From an optimization exercise on the open Yosys and OpenROAD flow, aimed at small area and a short achievable clock period; shortcuts taken in it are not production practice.
At most, simulation tests tie the RTL to the original design; equivalence was not proved.
Only the layout flow was run in run 3; the RTL was not checked for function there.

## flow/design.v (module list and top-level ports; edited modules follow where they fit)
// module fp32_lane: 271 lines
// module fp32_lane_add: 38 lines
// module fp32_lane_lzc52: 46 lines
// module fp32_lane_mulcs: 968 lines
module fp32_lane (
    input  wire        clk,
    input  wire        rst,
    input  wire        in_valid,
    input  wire [3:0]  in_op,
    input  wire [31:0] in_a,
    input  wire [31:0] in_b,
    input  wire [31:0] in_c,
    output reg         out_valid,
    output reg  [31:0] out_result,
    output reg  [2:0]  out_flags      
);
  // ...
==> flow/run.sh <==
#!/bin/bash
# synth_recipe.tcl (not shown) runs the flow's synth.tcl, then flattens the netlist and writes it again
# the make line also repeats each setting of config.mk as NAME=value (left out here)
make -C /OpenROAD-flow-scripts/flow DESIGN_CONFIG=/design/flow/config.mk WORK_HOME=/design/flow/orfs CLKGATE_MAP_FILE= SYNTH_SCRIPT=/design/flow/synth_recipe.tcl finish
==> flow/config.mk <==
export PLATFORM = sky130hd
export DESIGN_NAME = fp32_lane
export DESIGN_NICKNAME = fp32_lane
export VERILOG_FILES = /design/flow/design.v
export SDC_FILE = /design/flow/constraint.sdc
export NUM_CORES = 4
export LEC_CHECK = 0
export CAP_MARGIN = 20
export CORE_MARGIN = 2
export CORE_UTILIZATION = 40
export SLEW_MARGIN = 20
==> flow/constraint.sdc <==
create_clock -name core_clock -period 24.0 [get_ports {clk}]
set_input_delay 4.8000 -clock core_clock [delete_from_list [all_inputs] [get_ports {clk}]]
set_output_delay 4.8000 -clock core_clock [all_outputs]
set_load 0.01 [all_outputs]
==> metrics.log, run 1 <==
INFO  metric post-place-cells = 7,608
INFO  metric die_width = 357 um
INFO  metric status = timing/DRC/antenna clean
INFO  metric globalplace.congestion = approximately 1
INFO  metric detail_route.drc_violations = 0
INFO  metric post-synth-top-area-fraction = 22.7%
INFO  metric cts.sink_count = 564
INFO  metric timing.hold.ws = approximately 310 ps
INFO  metric setup_viol = 0
INFO  metric worst-slew-pin-transition = 1220 ps
INFO  metric area_share_clock_buf_inv = roughly 4.2%
INFO  metric r2r-end = out_result[15]
INFO  metric clock_root_buffer = clkbuf_16
INFO  metric warnings_synthesis = 3
INFO  metric antennaDiodeCount = 3
INFO  metric synth_fp_nets = 6,855
INFO  metric synth_top_cell_by_area = dfxtp_1
INFO  metric sequential_fraction_of_total_cell_area = between 20% and 30%
INFO  metric synth-compound-area-share = 24.7%
INFO  metric synth-edff-count = 0
INFO  metric fraction_of_standard_cell_area_in_multi_input_logic = 64.3%
INFO  metric layout.non_clock_buffers = 262
INFO  metric synthXorXnorAreaFrac = 5.80%
INFO  metric synth_seq_cells = approximately 560
INFO  metric final.setup.tns = 0 ps
INFO  metric drt_pre_antenna_iters = 7
INFO  metric design_area = 54,400 sq um
INFO  metric synthAdderAreaFrac = 16.3%
INFO  metric timing.critical_path.max_delay_family = simple AND/OR/NAND/NOR gates
INFO  metric post_layout_nets = 6,630
INFO  metric clkSlewWorstSetupHoldPaths = 60 ps
INFO  metric floorplan.initialDensity = 40.3%
INFO  metric h-tree-depth = 3
INFO  metric crit_start = r3_lz[0]
INFO  metric antenna_found_initial = 9
INFO  metric muxShareOfSynthArea = 5.93%
INFO  metric fin_clk_skew = between 40 and 50 ps
INFO  metric final_common_cell = nand2_1
INFO  metric cts-resized-gates = 0
INFO  metric worst_slack = 16,100 ps
INFO  metric synth_seq_area_share = about 23%
INFO  metric postCtsSetupBuffers = 0
==> module fp32_lane, before the edit <==
module fp32_lane (
    input  wire        clk,
    input  wire        rst,
    input  wire        in_valid,
    input  wire [3:0]  in_op,
    input  wire [31:0] in_a,
    input  wire [31:0] in_b,
    input  wire [31:0] in_c,
    output reg         out_valid,
    output reg  [31:0] out_result,
    output reg  [2:0]  out_flags      
);
    localparam [3:0] OP_COPY  = 4'd0,
                     OP_ADD   = 4'd1,
                     OP_SUB   = 4'd2,
                     OP_MUL   = 4'd3,
                     OP_FMA   = 4'd4,
                     OP_FMS   = 4'd5,
                     OP_NEG   = 4'd6,
                     OP_ABS   = 4'd7,
                     OP_MIN   = 4'd8,
                     OP_MAX   = 4'd9,
                     OP_CMPEQ = 4'd10,
                     OP_CMPLT = 4'd11,
                     OP_CMPLE = 4'd12;
    localparam [31:0] QNAN = 32'h7FC0_0000;
    localparam [31:0] ONE  = 32'h3F80_0000;
    wire i_add = (in_op == OP_ADD);
    wire i_sub = (in_op == OP_SUB);
    wire i_mul = (in_op == OP_MUL);
    wire i_fms = (in_op == OP_FMS);
    wire [31:0] x_in = {in_a[31] ^ i_fms, in_a[30:0]};
    wire [31:0] y_in = (i_add | i_sub) ? ONE : in_b;
    wire [31:0] z_in = i_add ? in_b :
                       i_sub ? {~in_b[31], in_b[30:0]} :
                       i_mul ? {in_a[31] ^ in_b[31], 31'd0} : in_c;
    reg        r0_v;
    reg [3:0]  r0_op;
    reg [31:0] r0_x, r0_y, r0_z;
    always @(posedge clk) begin
        if (rst) r0_v <= 1'b0;
        else     r0_v <= in_valid;
        r0_op <= in_op;
        r0_x  <= x_in;
        r0_y  <= y_in;
        r0_z  <= z_in;
    end
    wire [31:0] x = r0_x, y = r0_y, z = r0_z;
    wire        xs = x[31], ys = y[31], zs = z[31];
    wire [7:0]  xe = x[30:23], ye = y[30:23], ze = z[30:23];
    wire        x_zero = (xe == 8'd0);
    wire        y_zero = (ye == 8'd0);
    wire        z_zero = (ze == 8'd0);
    wire        x_fz   = (x[22:0] == 23'd0);
    wire        y_fz   = (y[22:0] == 23'd0);
    wire        z_fz   = (z[22:0] == 23'd0);
    wire        x_max  = (xe == 8'hFF);
    wire        y_max  = (ye == 8'hFF);
    wire        z_max  = (ze == 8'hFF);
    wire        x_inf  = x_max & x_fz;
    wire        y_inf  = y_max & y_fz;
    wire        z_inf  = z_max & z_fz;
    wire        x_nan  = x_max & ~x_fz;
    wire        y_nan  = y_max & ~y_fz;
    wire        z_nan  = z_max & ~z_fz;
    wire [23:0] zm = {~z_zero, z[22:0] & {23{~z_zero}}};
    wire        ps     = xs ^ ys;
    wire        p_zero = x_zero | y_zero;
    wire [47:0] cs_s, cs_c;
    fp32_lane_mulcs u_mul (.af(x[22:0]), .bf(y[22:0]), .s(cs_s), .c(cs_c));
    wire signed [9:0] pe    = $signed({2'b00, xe}) + $signed({2'b00, ye}) - 10'sd253;
    wire signed [9:0] ce    = $signed({2'b00, ze}) - 10'sd127;
    wire signed [9:0] ediff = $signed({2'b00, xe}) + $signed({2'b00, ye}) - $signed({2'b00, ze}) - 10'sd126;
    wire        p_big = z_zero | (~p_zero & ~ediff[9]);
    wire [9:0]  dabs  = p_big ? ediff : -ediff;
    wire [5:0]  sh    = (dabs[9:6] != 4'd0) ? 6'd63 : dabs[5:0];
    wire [9:0]  le    = p_big ? pe : ce;
    wire is_ar = (r0_op == OP_ADD) | (r0_op == OP_SUB) | (r0_op == OP_MUL) |
                 (r0_op == OP_FMA) | (r0_op == OP_FMS);
    reg        sp;
    reg [31:0] sp_res;
    reg        sp_inv;
    always @(*) begin
        sp     = 1'b1;
        sp_inv = 1'b0;
        sp_res = QNAN;
        if ((x_zero & y_inf) | (x_inf & y_zero)) begin
            sp_inv = 1'b1;
        end else if (x_nan | y_nan | z_nan) begin
            sp_res = QNAN;
        end else if (x_inf | y_inf) begin
            if (z_inf & (zs != ps)) sp_inv = 1'b1;
            else                    sp_res = {ps, 8'hFF, 23'd0};
        end else if (z_inf) begin
            sp_res = {zs, 8'hFF, 23'd0};
        end else if (p_zero & z_zero) begin
            sp_res = {ps & zs, 31'd0};
        end else begin
            sp = 1'b0;
        end
    end
    wire        a_zero = x_zero, b_zero = y_zero;
    wire        a_nan  = x_nan,  b_nan  = y_nan;
    wire [31:0] a_fl = a_zero ? {x[31], 31'd0} : x;
    wire [31:0] b_fl = b_zero ? {y[31], 31'd0} : y;
    wire both_zero = a_zero & b_zero;
    wire mag_lt    = (a_fl[30:0] < b_fl[30:0]);
    wire mag_eq    = (a_fl[30:0] == b_fl[30:0]);
    wire f_eq      = both_zero | (mag_eq & (a_fl[31] == b_fl[31]));
    wire f_lt      = ~both_zero &
                     ((a_fl[31] & ~b_fl[31]) |
                      (~a_fl[31] & ~b_fl[31] & mag_lt) |
                      (a_fl[31] & b_fl[31] & ~mag_lt & ~mag_eq));
    wire any_nan   = a_nan | b_nan;
    reg [31:0] min_res, max_res;
    always @(*) begin
        if (a_nan & b_nan) begin
            min_res = QNAN;
            max_res = QNAN;
        end else if (a_nan) begin
            min_res = b_fl;
            max_res = b_fl;
        end else if (b_nan) begin
            min_res = a_fl;
            max_res = a_fl;
        end else if (f_eq) begin
            min_res = a_fl[31] ? a_fl : b_fl;
            max_res = a_fl[31] ? b_fl : a_fl;
        end else begin
            min_res = f_lt ? a_fl : b_fl;
            max_res = f_lt ? b_fl : a_fl;
        end
    end
    reg [31:0] ov_res;
    always @(*) begin
        ov_res = 32'd0;
        case (r0_op)
            OP_COPY:  ov_res = x;
            OP_NEG:   ov_res = a_nan ? QNAN : {~a_fl[31], a_fl[30:0]};
            OP_ABS:   ov_res = a_nan ? QNAN : {1'b0, a_fl[30:0]};
            OP_MIN:   ov_res = min_res;
            OP_MAX:   ov_res = max_res;
            OP_CMPEQ: ov_res = {32{~any_nan & f_eq}};
            OP_CMPLT: ov_res = {32{~any_nan & f_lt}};
            OP_CMPLE: ov_res = {32{~any_nan & (f_lt | f_eq)}};
            default:  ov_res = is_ar ? sp_res : 32'd0;
        endcase
    end
    reg        r1_v, r1_ov, r1_inv;
    reg [31:0] r1_res;
    reg [47:0] r1_s, r1_c;
    reg [23:0] r1_zm;
    reg        r1_pbig, r1_pz, r1_sub, r1_ps, r1_zs;
    reg [5:0]  r1_sh;
    reg [9:0]  r1_le;
    always @(posedge clk) begin
        if (rst) r1_v <= 1'b0;
        else     r1_v <= r0_v;
        r1_ov   <= ~is_ar | sp;
        r1_inv  <= is_ar & sp_inv;
        r1_res  <= ov_res;
        r1_s    <= cs_s;
        r1_c    <= cs_c;
        r1_zm   <= zm;
        r1_pbig <= p_big;
        r1_pz   <= p_zero;
        r1_sub  <= ps ^ zs;
        r1_ps   <= ps;
        r1_zs   <= zs;
        r1_sh   <= sh;
        r1_le   <= le;
    end
    wire [47:0] pm;
    fp32_lane_add #(.N(48), .L(6)) u_padd (.a(r1_s), .b(r1_c), .cin(1'b0), .eac(1'b0), .s(pm), .co());
    wire [47:0] pmz = pm & {48{~r1_pz}};
    wire [47:0] cm2 = {r1_zm, 24'd0};
    wire [47:0] lm  = r1_pbig ? pmz : cm2;
    wire [47:0] sm  = r1_pbig ? cm2 : pmz;
    wire [50:0] s_fr = {sm, 3'b000};
    wire [50:0] s_sh = s_fr >> r1_sh;
    reg  [50:0] lmask;
    integer k;
    always @(*) for (k = 0; k < 51; k = k + 1) lmask[k] = (r1_sh > k);
    wire        s_lost = |(s_fr & lmask);
    reg        r2_v, r2_ov, r2_inv;
    reg [31:0] r2_res;
    reg [47:0] r2_l;
    reg [50:0] r2_s;
    reg [9:0]  r2_le;
    reg        r2_sub, r2_ls, r2_ss;
    always @(posedge clk) begin
        if (rst) r2_v <= 1'b0;
        else     r2_v <= r1_v;
        r2_ov  <= r1_ov;
        r2_inv <= r1_inv;
        r2_res <= r1_res;
        r2_l   <= lm;
        r2_s   <= {s_sh[50:1], s_sh[0] | s_lost};
        r2_le  <= r1_le;
        r2_sub <= r1_sub;
        r2_ls  <= r1_pbig ? r1_ps : r1_zs;
        r2_ss  <= r1_pbig ? r1_zs : r1_ps;
    end
    wire [50:0] l_al = {r2_l, 3'b000};
    wire [50:0] dsum;
    wire        dco;
    fp32_lane_add #(.N(51), .L(6)) u_sadd (.a(l_al), .b(r2_s ^ {51{r2_sub}}), .cin(1'b0),
                                    .eac(r2_sub), .s(dsum), .co(dco));
    wire        neg = r2_sub & ~dco;
    wire [51:0] mag = {~r2_sub & dco, dsum ^ {51{neg}}};
    wire [5:0]  lz;
    wire        mzero;
    fp32_lane_lzc52 u_lzc (.d(mag), .lz(lz), .zero(mzero));
    reg        r3_v, r3_ov, r3_inv;
    reg [31:0] r3_res;
    reg [51:0] r3_mag;
    reg [5:0]  r3_lz;
    reg        r3_zero, r3_sign;
    reg [9:0]  r3_le;
    always @(posedge clk) begin
        if (rst) r3_v <= 1'b0;
        else     r3_v <= r2_v;
        r3_ov   <= r2_ov;
        r3_inv  <= r2_inv;
        r3_res  <= r2_res;
        r3_mag  <= mag;
        r3_lz   <= lz;
        r3_zero <= mzero;
        r3_sign <= neg ? r2_ss : r2_ls;
        r3_le   <= r2_le;
    end
    wire [51:0] norm = r3_mag << r3_lz;
    wire [23:0] keep = norm[51:28];
    wire        rb   = norm[27];
    reg  [51:0] smask;
    integer q;
    always @(*) for (q = 0; q < 52; q = q + 1) smask[q] = ({4'd0, r3_lz} + q < 27);
    wire        st   = |(r3_mag & smask);
    wire [9:0]  ne   = r3_le + 10'd1 - {4'd0, r3_lz};
    wire        inc = rb & (st | keep[0]);
    wire [24:0] rm  = {1'b0, keep} + {24'd0, inc};
    wire [9:0]  re  = ne + {9'd0, rm[24]};
    wire        r_ovf = ~re[9] & (re[8:0] > 9'd127);
    wire        r_unf = re[9] ? (re < 10'h382) : 1'b0;    
    wire [7:0]  rexp  = re[7:0] + 8'd127;
    reg [31:0] fres;
    reg [2:0]  fflg;
    always @(*) begin
        fflg = 3'b000;
        if (r3_ov) begin
            fres = r3_res;
            fflg = {r3_inv, 2'b00};
        end else if (r3_zero) begin
            fres = 32'd0;
        end else if (r_ovf) begin
            fres = {r3_sign, 8'hFF, 23'd0};
            fflg = 3'b001;
        end else if (r_unf) begin
            fres = {r3_sign, 31'd0};
            fflg = 3'b010;
        end else begin
            fres = {r3_sign, rexp, rm[22:0]};
        end
    end
    always @(posedge clk) begin
        if (rst) out_valid <= 1'b0;
        else     out_valid <= r3_v;
        out_result <= fres;
        out_flags  <= fflg;
    end
endmodule
==> run 2, diff against run 1 <==
--- a/flow/design.v
+++ b/flow/design.v
@@ -63,7 +63,6 @@
     wire        x_nan  = x_max & ~x_fz;
     wire        y_nan  = y_max & ~y_fz;
     wire        z_nan  = z_max & ~z_fz;
-    wire [23:0] zm = {~z_zero, z[22:0] & {23{~z_zero}}};
     wire        ps     = xs ^ ys;
     wire        p_zero = x_zero | y_zero;
     wire [47:0] cs_s, cs_c;
@@ -146,6 +145,9 @@
             default:  ov_res = is_ar ? sp_res : 32'd0;
         endcase
     end
+    wire        ov = ~is_ar | sp;
+    wire        zoff = z_zero | ov;
+    wire [23:0] zm = {~zoff, z[22:0] & {23{~zoff}}};
     reg        r1_v, r1_ov, r1_inv;
     reg [31:0] r1_res;
     reg [47:0] r1_s, r1_c;
@@ -156,15 +158,15 @@
     always @(posedge clk) begin
         if (rst) r1_v <= 1'b0;
         else     r1_v <= r0_v;
-        r1_ov   <= ~is_ar | sp;
+        r1_ov   <= ov;
         r1_inv  <= is_ar & sp_inv;
         r1_res  <= ov_res;
         r1_s    <= cs_s;
         r1_c    <= cs_c;
         r1_zm   <= zm;
-        r1_pbig <= p_big;
+        r1_pbig <= p_big | ov;
         r1_pz   <= p_zero;
-        r1_sub  <= ps ^ zs;
+        r1_sub  <= (ps ^ zs) & ~ov;
         r1_ps   <= ps;
         r1_zs   <= zs;
         r1_sh   <= sh;
@@ -174,7 +176,7 @@
     fp32_lane_add #(.N(48), .L(6)) u_padd (.a(r1_s), .b(r1_c), .cin(1'b0), .eac(1'b0), .s(pm), .co());
     wire [47:0] pmz = pm & {48{~r1_pz}};
     wire [47:0] cm2 = {r1_zm, 24'd0};
-    wire [47:0] lm  = r1_pbig ? pmz : cm2;
+    wire [47:0] lm  = r1_ov ? {16'd0, r1_res} : r1_pbig ? pmz : cm2;
     wire [47:0] sm  = r1_pbig ? cm2 : pmz;
     wire [50:0] s_fr = {sm, 3'b000};
     wire [50:0] s_sh = s_fr >> r1_sh;
@@ -183,7 +185,6 @@
     always @(*) for (k = 0; k < 51; k = k + 1) lmask[k] = (r1_sh > k);
     wire        s_lost = |(s_fr & lmask);
     reg        r2_v, r2_ov, r2_inv;
-    reg [31:0] r2_res;
     reg [47:0] r2_l;
     reg [50:0] r2_s;
     reg [9:0]  r2_le;
@@ -193,9 +194,8 @@
         else     r2_v <= r1_v;
         r2_ov  <= r1_ov;
         r2_inv <= r1_inv;
-        r2_res <= r1_res;
         r2_l   <= lm;
-        r2_s   <= {s_sh[50:1], s_sh[0] | s_lost};
+        r2_s   <= {s_sh[50:1], s_sh[0] | s_lost} ^ {51{r1_sub}};
         r2_le  <= r1_le;
         r2_sub <= r1_sub;
         r2_ls  <= r1_pbig ? r1_ps : r1_zs;
@@ -204,7 +204,7 @@
     wire [50:0] l_al = {r2_l, 3'b000};
     wire [50:0] dsum;
     wire        dco;
-    fp32_lane_add #(.N(51), .L(6)) u_sadd (.a(l_al), .b(r2_s ^ {51{r2_sub}}), .cin(1'b0),
+    fp32_lane_add #(.N(51), .L(6)) u_sadd (.a(l_al), .b(r2_s), .cin(1'b0),
                                     .eac(r2_sub), .s(dsum), .co(dco));
     wire        neg = r2_sub & ~dco;
     wire [51:0] mag = {~r2_sub & dco, dsum ^ {51{neg}}};
@@ -212,7 +212,6 @@
     wire        mzero;
     fp32_lane_lzc52 u_lzc (.d(mag), .lz(lz), .zero(mzero));
     reg        r3_v, r3_ov, r3_inv;
-    reg [31:0] r3_res;
     reg [51:0] r3_mag;
     reg [5:0]  r3_lz;
     reg        r3_zero, r3_sign;
@@ -222,16 +221,20 @@
         else     r3_v <= r2_v;
         r3_ov   <= r2_ov;
         r3_inv  <= r2_inv;
-        r3_res  <= r2_res;
         r3_mag  <= mag;
         r3_lz   <= lz;
         r3_zero <= mzero;
         r3_sign <= neg ? r2_ss : r2_ls;
         r3_le   <= r2_le;
     end
-    wire [51:0] norm = r3_mag << r3_lz;
-    wire [23:0] keep = norm[51:28];
-    wire        rb   = norm[27];
+    wire [51:0]  n5 = r3_lz[5] ? {r3_mag[19:0], 32'd0} : r3_mag;
+    wire [51:12] n4 = r3_lz[4] ? {n5[35:0], 4'd0} : n5[51:12];
+    wire [51:20] n3 = r3_lz[3] ? n4[43:12] : n4[51:20];
+    wire [51:24] n2 = r3_lz[2] ? n3[47:20] : n3[51:24];
+    wire [51:26] n1 = r3_lz[1] ? n2[49:24] : n2[51:26];
+    wire [51:27] n0 = r3_lz[0] ? n1[50:26] : n1[51:27];
+    wire [23:0]  keep = n0[51:28];
+    wire         rb   = n0[27];
     reg  [51:0] smask;
     integer q;
     always @(*) for (q = 0; q < 52; q = q + 1) smask[q] = ({4'd0, r3_lz} + q < 27);
@@ -239,16 +242,22 @@
     wire [9:0]  ne   = r3_le + 10'd1 - {4'd0, r3_lz};
     wire        inc = rb & (st | keep[0]);
     wire [24:0] rm  = {1'b0, keep} + {24'd0, inc};
-    wire [9:0]  re  = ne + {9'd0, rm[24]};
-    wire        r_ovf = ~re[9] & (re[8:0] > 9'd127);
-    wire        r_unf = re[9] ? (re < 10'h382) : 1'b0;    
-    wire [7:0]  rexp  = re[7:0] + 8'd127;
+    wire        rc  = rm[24];
+    wire        ovf0 = ~ne[9] & (ne[8:0] > 9'd127);      
+    wire        ovf1 = ~ne[9] & (ne[8:0] > 9'd126);      
+    wire        unf0 = ne[9] & (ne < 10'h382);           
+    wire        unf1 = ne[9] & (ne < 10'h381);           
+    wire        r_ovf = rc ? ovf1 : ovf0;
+    wire        r_unf = rc ? unf1 : unf0;
+    wire [7:0]  eb0  = ne[7:0] + 8'd127;
+    wire [7:0]  eb1  = ne[7:0] + 8'd128;
+    wire [7:0]  rexp = rc ? eb1 : eb0;
     reg [31:0] fres;
     reg [2:0]  fflg;
     always @(*) begin
         fflg = 3'b000;
         if (r3_ov) begin
-            fres = r3_res;
+            fres = r3_mag[34:3];
             fflg = {r3_inv, 2'b00};
         end else if (r3_zero) begin
             fres = 32'd0;
==> metrics.log, run 2 <==
INFO  metric status = timing/DRC/antenna clean
INFO  metric critical-path-slowest-cell = clkdlybuf4s50_1
INFO  metric fill_cell_count = between 10,000 and 15,000
INFO  metric cp_slowest_stage_delay = between 500 and 600 ps
INFO  metric fin_clk_skew = 46.6 ps (-1.02 ps)
INFO  metric postSynth.asyncResetShare = 0%
INFO  metric drt_pre_antenna_iters = 10 (+3)
INFO  metric registers.top_by_ff_count = r3_mag
INFO  metric highest_count_cells_in_the_layout_ignoring_fill_and_taps = 901 x nand2_1, 745 x nor2_1, 641 x o21ai_0, 611 x a21oi_1, 447 x dfxtp_1
INFO  metric setup.worst_path.end_class = output port
INFO  metric route.antenna.remaining_nets = 0
INFO  metric clock_path_buffers = 3
INFO  metric critical_path_rt = between 15,000 and 20,000 ps
INFO  metric critical_path.max_fanout = 1
INFO  metric cp_cell_sequence = clkdlybuf4s50_1
INFO  metric synth_cells = 7,505
INFO  metric synth-edff-count = 0 (unchanged)
INFO  metric postSynth.topFlopCell = dfxtp_1
INFO  metric setup_viol = 0 (unchanged)
INFO  metric cts-resized-gates = 0 (unchanged)
INFO  metric final_cycle_share = 26.5%
INFO  metric fmax = 157 MHz
INFO  metric total_routed_length = between 200,000 and 250,000 um
INFO  metric post-place-cells = 8,863 (+16%)
INFO  metric layout_min_cycle_time = 6370 ps
INFO  metric layout_area_growth_over_synthesis = 8.12%
INFO  metric drv.max_cap_violation_count = 0
INFO  metric grt_max_degree = 90
INFO  metric ff_latch_area = 10,100 sq um
INFO  metric instances_no_fill = about 9,000
INFO  metric postCtsSetupBuffers = 0 (unchanged)
INFO  metric min_path_type = flop to flop
INFO  metric max_slew_margin = between 15 and 20%
INFO  metric synth.lib_cells_used.distinct = 92
INFO  metric cp_data_arrival_time = 1570 ps
INFO  metric synth_seq_area_share = 18.4% (-4.3 points)
INFO  metric coreArea = between 100,000 and 150,000 sq um
INFO  metric timing.hold.ws = 324 ps (+9.85 ps)
INFO  metric io_buffers = 138
INFO  metric rsz0062_at_grt = no
INFO  metric avgSynthCellArea = 7.26 sq um
INFO  metric timing.critical_path.from_type = flop
INFO  metric netlist_area = 54,500 sq um
INFO  metric cts.sink_count = 500 (-11%)
INFO  metric rows = ~140
INFO  metric routed_via_density = approximately 6.3
INFO  metric h-tree-depth = 2 (-1)
INFO  metric worst-slew-pin-transition = 1220 ps (+9.66 ps)
INFO  metric synthTopCellsByArea = dfxtp_1 18%, fa_1 9.4%, nand2_1 6.2%, o21ai_0 5.9%, a21oi_1 5.6%
INFO  metric detail_route.drc_violations = 0 (unchanged)
INFO  metric dp_hpwl = 170,000 um
INFO  metric floorplan.die_area = roughly 140,000 sq um
INFO  metric synthTopCellsByCount = 902 x nand2_1, 746 x nor2_1, 642 x o21ai_0
INFO  metric clock_latency = 730 ps
INFO  metric clkSlewWorstSetupHoldPaths = 60 ps (about the same)
INFO  metric grt_pass1_wl = 336,000 um
INFO  metric final_common_cell = nand2_1
INFO  metric globalplace.congestion = 1.03 (+6.4%)
INFO  metric globalRouteOverflowTotal = 0
INFO  metric final.setup.tns = 0 ps (unchanged)
INFO  metric flip_flop_count_of_the_largest_register_after_layout = 52
INFO  metric cts_tree = done
INFO  metric drive_above_1_share = 6.27%
INFO  metric detail_route.iter0.violations = 6,411
INFO  metric gr-usage-all-layers = 31.4%
INFO  metric antenna_found_initial = 6 (-3)
INFO  metric die_extent_in_y = 373 um
INFO  metric post_layout_nets = 7,734 (+17%)
INFO  metric cts_buffers = between 60 and 70
INFO  metric post_drt_wl_per_cell = approximately 25 um
INFO  metric worstPathBufferInverterCount = 1
INFO  metric num_vias = 56,400
INFO  metric post-synth-top-area-fraction = 18.4% (-4.3 points)
INFO  metric biggestRegsByFlops = r3_mag (52), r2_s (51)
INFO  metric hold_viol_final = 0
INFO  metric floorplan.initialDensity = 40.3% (about the same)
INFO  metric synth_top_cell_by_area = dfxtp_1
INFO  metric synth_fp_nets = 8,094 (+18%)
INFO  metric yosys.cell_count.top_type = nand2_1
INFO  metric ios = between 100 and 150
INFO  metric timing.critical_path.max_delay_family = buffers and inverters
INFO  metric synth_seq_cells = 500 (-11%)
INFO  metric multi_input_area = 40,400 sq um
INFO  metric warnings_synthesis = 3 (unchanged)
INFO  metric die_width = 373 um (+4.5%)
INFO  metric clock_root_buffer = clkbuf_16
INFO  metric cts_hold_buf = 0
INFO  metric slew_viol_final = 0
INFO  metric worstSetupPathType = flop to output port
INFO  metric first_global_vias = roughly 51,000
-- run 2: cell count changes after synthesis, moves of 71 or more --
| cell | change |
|---|---|
| a211oi_1 | -87 |
| buf_1 | +112 |
| o22ai_1 | +94 |
| maj3_1 | +71 |
| o21ai_0 | +190 |
| nor2_1 | +178 |
| a22oi_1 | -112 |
| o211ai_1 | +159 |
| a21oi_1 | +198 |
| nand2_1 | +256 |
| nand3_1 | +77 |
-- run 2: cells by family (layout without fill, tap and decap cells) --
family | count (synthesis) | count (layout) | share of synthesized area (%)
compound gates | 2378 | 2378 | 27.5
xor+xnor | 304 | 304 | 4.89
fa+ha+maj | 565 | 565 | 16.2
buf+inv | 1098 | 789 | 7.67
flops | 500 | 500 | 18.4
mux | 215 | 215 | 5.19
other cells | 0 | 9 | 0
simple gates | 2445 | 2445 | 20.2
-- run 2: per-layer routing --
layer / share of wire [%] / track usage [%]
met1: 41 / 41.1
met2: 44 / 49.2
met3: 8.0 / 4.30
met4: 6.8 / 18.2
met5: 0.024 / 0
-- run 2: path summary, 6_finish.rpt --
path,endpoint,cells after the start,slack (ps),from
setup / recovery,out_result[17],1,17630,out_result[17]
setup reg to reg,out_result[21],15,17670,r3_lz[4]
hold / removal,r3_le[1],0,320,r2_le[1]
hold reg to reg,r3_le[1],0,320,r2_le[1]
-- run 2: metrics by stage --
stage / worst slack, ps / instance area [sq um] / util [%]
2_1_floorplan: 18260 / 54500 / -
3_3_place_gp: 17050 / 56600 / 41.9
3_5_place_dp: 17040 / 56600 / 41.9
4_1_cts: 17580 / 58900 / 43.5
5_1_grt: 17370 / 58900 / 43.5
6_report: 17630 / 58900 / 43.5
-- run 2: final cells by class --
type | instances | area share, %
Multi-Input combinational cell | 5907 | 68.5
Antenna cell | 9 | 0.0382
Clock inverter | 33 | 0.852
Sequential cell | 500 | 17.2
Inverter | 399 | 2.54
Clock buffer | 81 | 2.96
Timing Repair Buffer | 276 | 4.10
Tap cell | 1781 | 3.78
==> run 3, diff against run 2 <==
==> flow/design.v (replaced) <==
module fp32_lane (
    input  wire        clk,
    input  wire        rst,
    input  wire        in_valid,
    input  wire [3:0]  in_op,
    input  wire [31:0] in_a,
    input  wire [31:0] in_b,
    input  wire [31:0] in_c,
    output reg         out_valid,
    output reg  [31:0] out_result,
    output reg  [2:0]  out_flags      
);
    localparam [3:0] OP_COPY  = 4'd0,
                     OP_ADD   = 4'd1,
                     OP_SUB   = 4'd2,
                     OP_MUL   = 4'd3,
                     OP_FMA   = 4'd4,
                     OP_FMS   = 4'd5,
                     OP_NEG   = 4'd6,
                     OP_ABS   = 4'd7,
                     OP_MIN   = 4'd8,
                     OP_MAX   = 4'd9,
                     OP_CMPEQ = 4'd10,
                     OP_CMPLT = 4'd11,
                     OP_CMPLE = 4'd12;
    localparam [31:0] QNAN = 32'h7FC0_0000;
    localparam [31:0] ONE  = 32'h3F80_0000;
    reg        s1_valid;
    reg [3:0]  s1_op;
    reg [31:0] s1_a, s1_b, s1_c;
    always @(posedge clk) begin
        if (rst) s1_valid <= 1'b0;
        else     s1_valid <= in_valid;
        s1_op <= in_op;
        s1_a  <= in_a;
        s1_b  <= in_b;
        s1_c  <= in_c;
    end
    wire a_zero = (s1_a[30:23] == 8'd0);
    wire b_zero = (s1_b[30:23] == 8'd0);
    wire a_nan  = (s1_a[30:23] == 8'hFF) && (s1_a[22:0] != 23'd0);
    wire b_nan  = (s1_b[30:23] == 8'hFF) && (s1_b[22:0] != 23'd0);
    wire [31:0] a_fl = a_zero ? {s1_a[31], 31'd0} : s1_a;
    wire [31:0] b_fl = b_zero ? {s1_b[31], 31'd0} : s1_b;
    reg [31:0] x, y, z;
    always @(*) begin
        x = s1_a;
        y = s1_b;
        z = s1_c;
        case (s1_op)
            OP_ADD: begin y = ONE; z = s1_b; end
            OP_SUB: begin y = ONE; z = {~s1_b[31], s1_b[30:0]}; end
            OP_MUL: begin z = {s1_a[31] ^ s1_b[31], 31'd0}; end
            OP_FMS: begin x = {~s1_a[31], s1_a[30:0]}; end
            default: ;
        endcase
    end
    wire       xs = x[31], ys = y[31], zs = z[31];
    wire [7:0] xe = x[30:23], ye = y[30:23], ze = z[30:23];
    wire       x_zero = (xe == 8'd0);
    wire       y_zero = (ye == 8'd0);
    wire       z_zero = (ze == 8'd0);
    wire       x_inf  = (xe == 8'hFF) && (x[22:0] == 23'd0);
    wire       y_inf  = (ye == 8'hFF) && (y[22:0] == 23'd0);
    wire       z_inf  = (ze == 8'hFF) && (z[22:0] == 23'd0);
    wire       x_nan  = (xe == 8'hFF) && (x[22:0] != 23'd0);
    wire       y_nan  = (ye == 8'hFF) && (y[22:0] != 23'd0);
    wire       z_nan  = (ze == 8'hFF) && (z[22:0] != 23'd0);
    wire [23:0] xm = x_zero ? 24'd0 : {1'b1, x[22:0]};
    wire [23:0] ym = y_zero ? 24'd0 : {1'b1, y[22:0]};
    wire [23:0] zm = z_zero ? 24'd0 : {1'b1, z[22:0]};
    wire        ps = xs ^ ys;
    wire        p_zero = x_zero | y_zero;
    wire [47:0] pm = xm * ym;
    wire signed [10:0] pe = $signed({3'b000, xe}) + $signed({3'b000, ye}) - 11'sd253;
    wire [47:0] cm = {zm, 24'd0};
    wire signed [10:0] ce = $signed({3'b000, ze}) - 11'sd127;
    wire signed [10:0] ediff = pe - ce;
    wire        p_big = z_zero | (!p_zero && !ediff[10]);
    wire [47:0] lm = p_big ? pm : cm;
    wire [47:0] sm = p_big ? cm : pm;
    wire        ls = p_big ? ps : zs;
    wire        ss = p_big ? zs : ps;
    wire signed [10:0] le = p_big ? pe : ce;
    wire [10:0] dabs = p_big ? ediff : -ediff;
    wire [101:0] s_wide = {sm, 3'b000, 51'd0} >> dabs[5:0];
    wire         far    = (dabs > 11'd51);
    wire [50:0]  s_hi   = far ? 51'd0 : s_wide[101:51];
    wire         s_lost = far ? (sm != 48'd0) : (s_wide[50:0] != 51'd0);
    wire [50:0]  s_al   = {s_hi[50:1], s_hi[0] | s_lost};
    wire [50:0]  l_al   = {lm, 3'b000};
    wire        eff_sub = ls ^ ss;
    wire [51:0] sum_add = {1'b0, l_al} + {1'b0, s_al};
    wire [52:0] sum_sub = {2'b00, l_al} - {2'b00, s_al};
    wire        sub_neg = sum_sub[52];
    wire [51:0] mag     = eff_sub ? (sub_neg ? (~sum_sub[51:0] + 52'd1) : sum_sub[51:0])
                                  : sum_add;
    wire        rsign   = (eff_sub && sub_neg) ? ss : ls;
    reg [5:0] lz;
    integer i;
    always @(*) begin
        lz = 6'd52;
        for (i = 0; i < 52; i = i + 1)
            if (mag[i]) lz = 6'd51 - i[5:0];
    end
    wire [51:0] norm = mag << lz;
    wire signed [10:0] ne = le + 11'sd1 - $signed({5'd0, lz});
    wire [23:0] keep  = norm[51:28];
    wire        rbit  = norm[27];
    wire        stk   = (norm[26:0] != 27'd0);
    wire        inc   = rbit & (stk | keep[0]);
    wire [24:0] rm    = {1'b0, keep} + {24'd0, inc};
    wire [22:0] rfrac = rm[24] ? rm[23:1] : rm[22:0];
    wire signed [10:0] re = rm[24] ? ne + 11'sd1 : ne;
    wire r_ovf = (re > 11'sd127);
    wire r_unf = (re < -11'sd126);
    wire [7:0] rexp = re[7:0] + 8'd127;
    reg  [31:0] fma_res;
    reg  [2:0]  fma_flg;
    always @(*) begin
        fma_flg = 3'b000;
        if ((x_zero && y_inf) || (x_inf && y_zero)) begin
            fma_res = QNAN;
            fma_flg = 3'b100;
        end else if (x_nan || y_nan || z_nan) begin
            fma_res = QNAN;
        end else if (x_inf || y_inf) begin
            if (z_inf && (zs != ps)) begin
                fma_res = QNAN;
                fma_flg = 3'b100;
            end else begin
                fma_res = {ps, 8'hFF, 23'd0};
            end
        end else if (z_inf) begin
            fma_res = {zs, 8'hFF, 23'd0};
        end else if (p_zero && z_zero) begin
            fma_res = {ps & zs, 31'd0};
        end else if (mag == 52'd0) begin
            fma_res = 32'd0;
        end else if (r_ovf) begin
            fma_res = {rsign, 8'hFF, 23'd0};
            fma_flg = 3'b001;
        end else if (r_unf) begin
            fma_res = {rsign, 31'd0};
            fma_flg = 3'b010;
        end else begin
            fma_res = {rsign, rexp, rfrac};
        end
    end
    wire both_zero = a_zero && b_zero;
    wire mag_lt    = (a_fl[30:0] < b_fl[30:0]);
    wire mag_eq    = (a_fl[30:0] == b_fl[30:0]);
    wire f_eq      = both_zero || (a_fl == b_fl);
    wire f_lt      = !both_zero &&
                     ((a_fl[31] && !b_fl[31]) ||
                      (!a_fl[31] && !b_fl[31] && mag_lt) ||
                      (a_fl[31] && b_fl[31] && !mag_lt && !mag_eq));
    wire any_nan   = a_nan || b_nan;
    reg [31:0] min_res, max_res;
    always @(*) begin
        if (a_nan && b_nan) begin
            min_res = QNAN;
            max_res = QNAN;
        end else if (a_nan) begin
            min_res = b_fl;
            max_res = b_fl;
        end else if (b_nan) begin
            min_res = a_fl;
            max_res = a_fl;
        end else if (f_eq) begin
            min_res = a_fl[31] ? a_fl : b_fl;
            max_res = a_fl[31] ? b_fl : a_fl;
        end else begin
            min_res = f_lt ? a_fl : b_fl;
            max_res = f_lt ? b_fl : a_fl;
        end
    end
    reg [31:0] res;
    reg [2:0]  flg;
    always @(*) begin
        res = 32'd0;
        flg = 3'b000;
        case (s1_op)
            OP_COPY:  res = s1_a;
            OP_ADD, OP_SUB, OP_MUL, OP_FMA, OP_FMS: begin
                res = fma_res;
                flg = fma_flg;
            end
            OP_NEG:   res = a_nan ? QNAN : {~a_fl[31], a_fl[30:0]};
            OP_ABS:   res = a_nan ? QNAN : {1'b0, a_fl[30:0]};
            OP_MIN:   res = min_res;
            OP_MAX:   res = max_res;
            OP_CMPEQ: res = (!any_nan && f_eq) ? 32'hFFFF_FFFF : 32'd0;
            OP_CMPLT: res = (!any_nan && f_lt) ? 32'hFFFF_FFFF : 32'd0;
            OP_CMPLE: res = (!any_nan && (f_lt || f_eq)) ? 32'hFFFF_FFFF : 32'd0;
            default:  ;
        endcase
    end
    always @(posedge clk) begin
        if (rst) out_valid <= 1'b0;
        else     out_valid <= s1_valid;
        out_result <= res;
        out_flags  <= flg;
    end
endmodule
==> metrics.log, run 3 <==
INFO  metric synth_cells = 6,746 (-10%)
INFO  metric drt_met1_wl = 97,800 um (+4.1%)
INFO  metric postSynth.topFlopCell = dfxtp_1
INFO  metric hold_viol_final = 0 (unchanged)
INFO  metric cp_data_arrival_time = 23,370 ps (+21,800 ps)
INFO  metric rsz0062_at_grt = no
INFO  metric setup_viol = 0 (unchanged)
INFO  metric rows = 130 (-3.7%)
INFO  metric die_extent_in_y = 359 um (-3.9%)
INFO  metric synthTopCellsByCount = 702 x nand2_1, 615 x inv_1, 500 x nor2_1
INFO  metric clock_root_buffer = clkbuf_16
INFO  metric coreArea = 125,000 sq um (-7.4%)
INFO  metric fmax = 43.6 MHz (-72%)
INFO  metric dp_hpwl = 198,000 um (+17%)
INFO  metric synth_seq_area_share = 5.45% (-13 points)
INFO  metric globalRouteOverflowTotal = 0 (unchanged)
INFO  metric detail_route.drc_violations = 0 (unchanged)
INFO  metric post-synth-top-area-fraction = 19.4% (+1.0 points)
INFO  metric post_layout_nets = 7,783 (+0.63%)
INFO  metric netlist_area = 50,300 sq um (-7.7%)
INFO  metric total_routed_length = 243,000 um (+6.8%)
INFO  metric final_common_cell = nand2_1
INFO  metric final_cycle_share = 95.6% (+69 points)
INFO  metric min_path_type = flop to flop
INFO  metric floorplan.die_area = 129,000 sq um (-7.6%)
INFO  metric synth.lib_cells_used.distinct = 137 (+49%)
INFO  metric timing.critical_path.from_type = flop
INFO  metric layout_min_cycle_time = 22,930 ps (+16,570 ps)
INFO  metric fin_clk_skew = 34.5 ps (-12.0 ps)
INFO  metric grt_max_degree = 59 (-34%)
INFO  metric drv.max_cap_violation_count = 0 (unchanged)
INFO  metric highest_count_cells_in_the_layout_ignoring_fill_and_taps = 701 x nand2_1, 614 x inv_1, 492 x nor2_1, 487 x fa_1, 411 x and2_1
INFO  metric layout_area_growth_over_synthesis = 10.8%
INFO  metric max_slew_margin = 20.7% (+3.2 points)
INFO  metric critical-path-slowest-cell = a31oi_1
INFO  metric clkSlewWorstSetupHoldPaths = 80 ps (+20 ps)
INFO  metric h-tree-depth = 4 (+2)
INFO  metric fill_cell_count = 12,900 (-6.1%)
INFO  metric status = timing/DRC/antenna clean
INFO  metric detail_route.iter0.violations = 6,856 (+6.9%)
INFO  metric cts.sink_count = 137 (-73%)
INFO  metric num_vias = 55,000 (-2.5%)
INFO  metric final.setup.tns = 0 ps (unchanged)
INFO  metric routed-wl-met3 = 24,900 um (+37%)
INFO  metric avgSynthCellArea = 7.45 sq um (+2.7%)
INFO  metric wire_length_on_met2 = 106,000 um (+5.6%)
INFO  metric floorplan.initialDensity = 40.1% (-0.12 points)
INFO  metric drt_pre_antenna_iters = 6 (-4)
INFO  metric drive_above_1_share = 9.88% (+3.6 points)
INFO  metric critical_path_rt = 24,440 ps (+5240 ps)
INFO  metric first_global_vias = 53,200 (+4.6%)
INFO  metric postCtsSetupBuffers = 0 (unchanged)
INFO  metric globalplace.congestion = 1.07 (+3.0%)
INFO  metric io_buffers = 138 (unchanged)
INFO  metric routed_via_density = 6.46 (+3.0%)
INFO  metric setup.worst_path.end_class = flop
INFO  metric synth_top_cell_by_area = fa_1
INFO  metric worst-slew-pin-transition = 1180 ps (-47.2 ps)
INFO  metric critical_path.max_fanout = 57 (+56)
INFO  metric cts_tree = done
INFO  metric postSynth.asyncResetShare = 0% (unchanged)
INFO  metric cts-resized-gates = 0 (unchanged)
INFO  metric cp_slowest_stage_delay = 880 ps (+340 ps)
INFO  metric synthTopCellsByArea = fa_1 19%, ha_1 8.8%, dfxtp_1 5.5%, nand2_1 5.2%, and2_1 5.1%
INFO  metric clock_path_buffers = 2 (-1)
INFO  metric route.top_layer_used = met5
INFO  metric synth_fp_nets = 7,691 (-5.0%)
INFO  metric slew_viol_final = 0 (unchanged)
INFO  metric gr-usage-all-layers = 37.2% (+5.8 points)
INFO  metric cts_buffers = 17 (-72%)
INFO  metric grt_pass1_wl = 356,000 um (+6.2%)
INFO  metric worstSetupPathType = flop to flop
INFO  metric timing.hold.ws = 433 ps (+109 ps)
INFO  metric ios = 139 (unchanged)
INFO  metric die_width = 359 um (-3.9%)
INFO  metric route.antenna.remaining_nets = 0 (unchanged)
INFO  metric yosys.cell_count.top_type = nand2_1
INFO  metric post_drt_wl_per_cell = 28.6 um (+13%)
INFO  metric synth-edff-count = 0 (unchanged)
INFO  metric antenna_found_initial = 16 (+10)
INFO  metric clock_latency = 550 ps (-180 ps)
INFO  metric cts_hold_buf = 0 (unchanged)
INFO  metric synth_seq_cells = 137 (-73%)
INFO  metric warnings_synthesis = 1 (-2)
## run 3: metrics by stage
step	worst slack (ps)	cell area (sq um)	util, %	instances
floorplan	5230	50300	-	6746
global placement	1620	55000	43.9	8469
detailed placement	1730	55000	43.9	8469
CTS	1550	55600	44.4	8501
global route	34.7	55700	44.5	8501
finish	1070	55700	44.5	8505
## run 3: metal layers
layer	global-route usage, %	vias up
met3	8.70	637
met1	48.2	27200
li1	-	24200
met2	57.5	2998
met4	19.3	14
met5	0	-
## run 3: worst max-delay path, delay by kind of cell (launching register included)
| kind | cells | cell delay, ps |
|---|---|---|
| simple gates | 21 | 4160 |
| fa+ha+maj | 10 | 4720 |
| compound gates | 33 | 10010 |
| flops | 1 | 550 |
| mux | 5 | 1290 |
| buf+inv | 9 | 1970 |
## run 3: worst paths after layout
path	start	endpoint	slack, ps	depth (start not counted)
max reg2reg	s1_b[29]	out_result[16]	1070	78
min	s1_valid	out_valid	430	1
min reg2reg	s1_valid	out_valid	430	1
max	s1_b[29]	out_result[16]	1070	78
## run 3: cell families after synthesis
logic type                 Yosys count  synth area share [%]
adders and majority gates          842                  28.2
DFF                                137                  5.45
AOI/OAI and AO/OA                 1855                  26.0
buffers and inverters             1087                  8.58
muxes                              137                  3.12
xor gates and xnor gates           212                  3.89
and+or+nand+nor                   2476                  24.7
## run 3: layout make-up
type,count,area [sq um],area share [%]
Tap cell,1650,2060,3.71
Timing Repair Buffer,535,4450,7.99
Inverter,625,2350,4.21
Multi-Input combinational cell,5522,43500,78.1
Antenna cell,4,10.0,0.0180
Sequential cell,137,2750,4.93
Clock inverter,13,158,0.283
Clock buffer,19,443,0.795

static timing again, ports no longer ideal:
No port has a modelled driver above. Below, the same layouts with a new extraction and two added sets of constraints. Step 1 (the two cells are an assumption about what drives the block):
set clk [get_ports {clk}]
set_driving_cell -lib_cell sky130_fd_sc_hd__clkbuf_16 $clk
set_driving_cell -lib_cell sky130_fd_sc_hd__buf_2 [delete_from_list [all_inputs] $clk]
Step 2 also shifts input and output timing later by t, the mid clock arrival at the registers, as if the neighbouring blocks saw the same clock. Three values: no drivers, after step 1, after step 2; two values: the first two.
| run | shift t [ns] | setup slack, ns | latest minus earliest clock arrival (ns) |
|---|---|---|---|
| run 1 | 0.707 | 16.100 / 16.100 / 16.100 | 0.049 / 0.049 |
| run 2 | 0.759 | 17.633 / 17.579 / 17.026 | 0.048 / 0.048 |
| run 3 | 0.597 | 1.067 / 1.067 / 1.067 | 0.034 / 0.035 |
After both steps setup and hold are still met in every run listed. The setup slack of run 2, which loses most, moves by -0.054 ns with the drivers and by -0.607 ns with both steps.
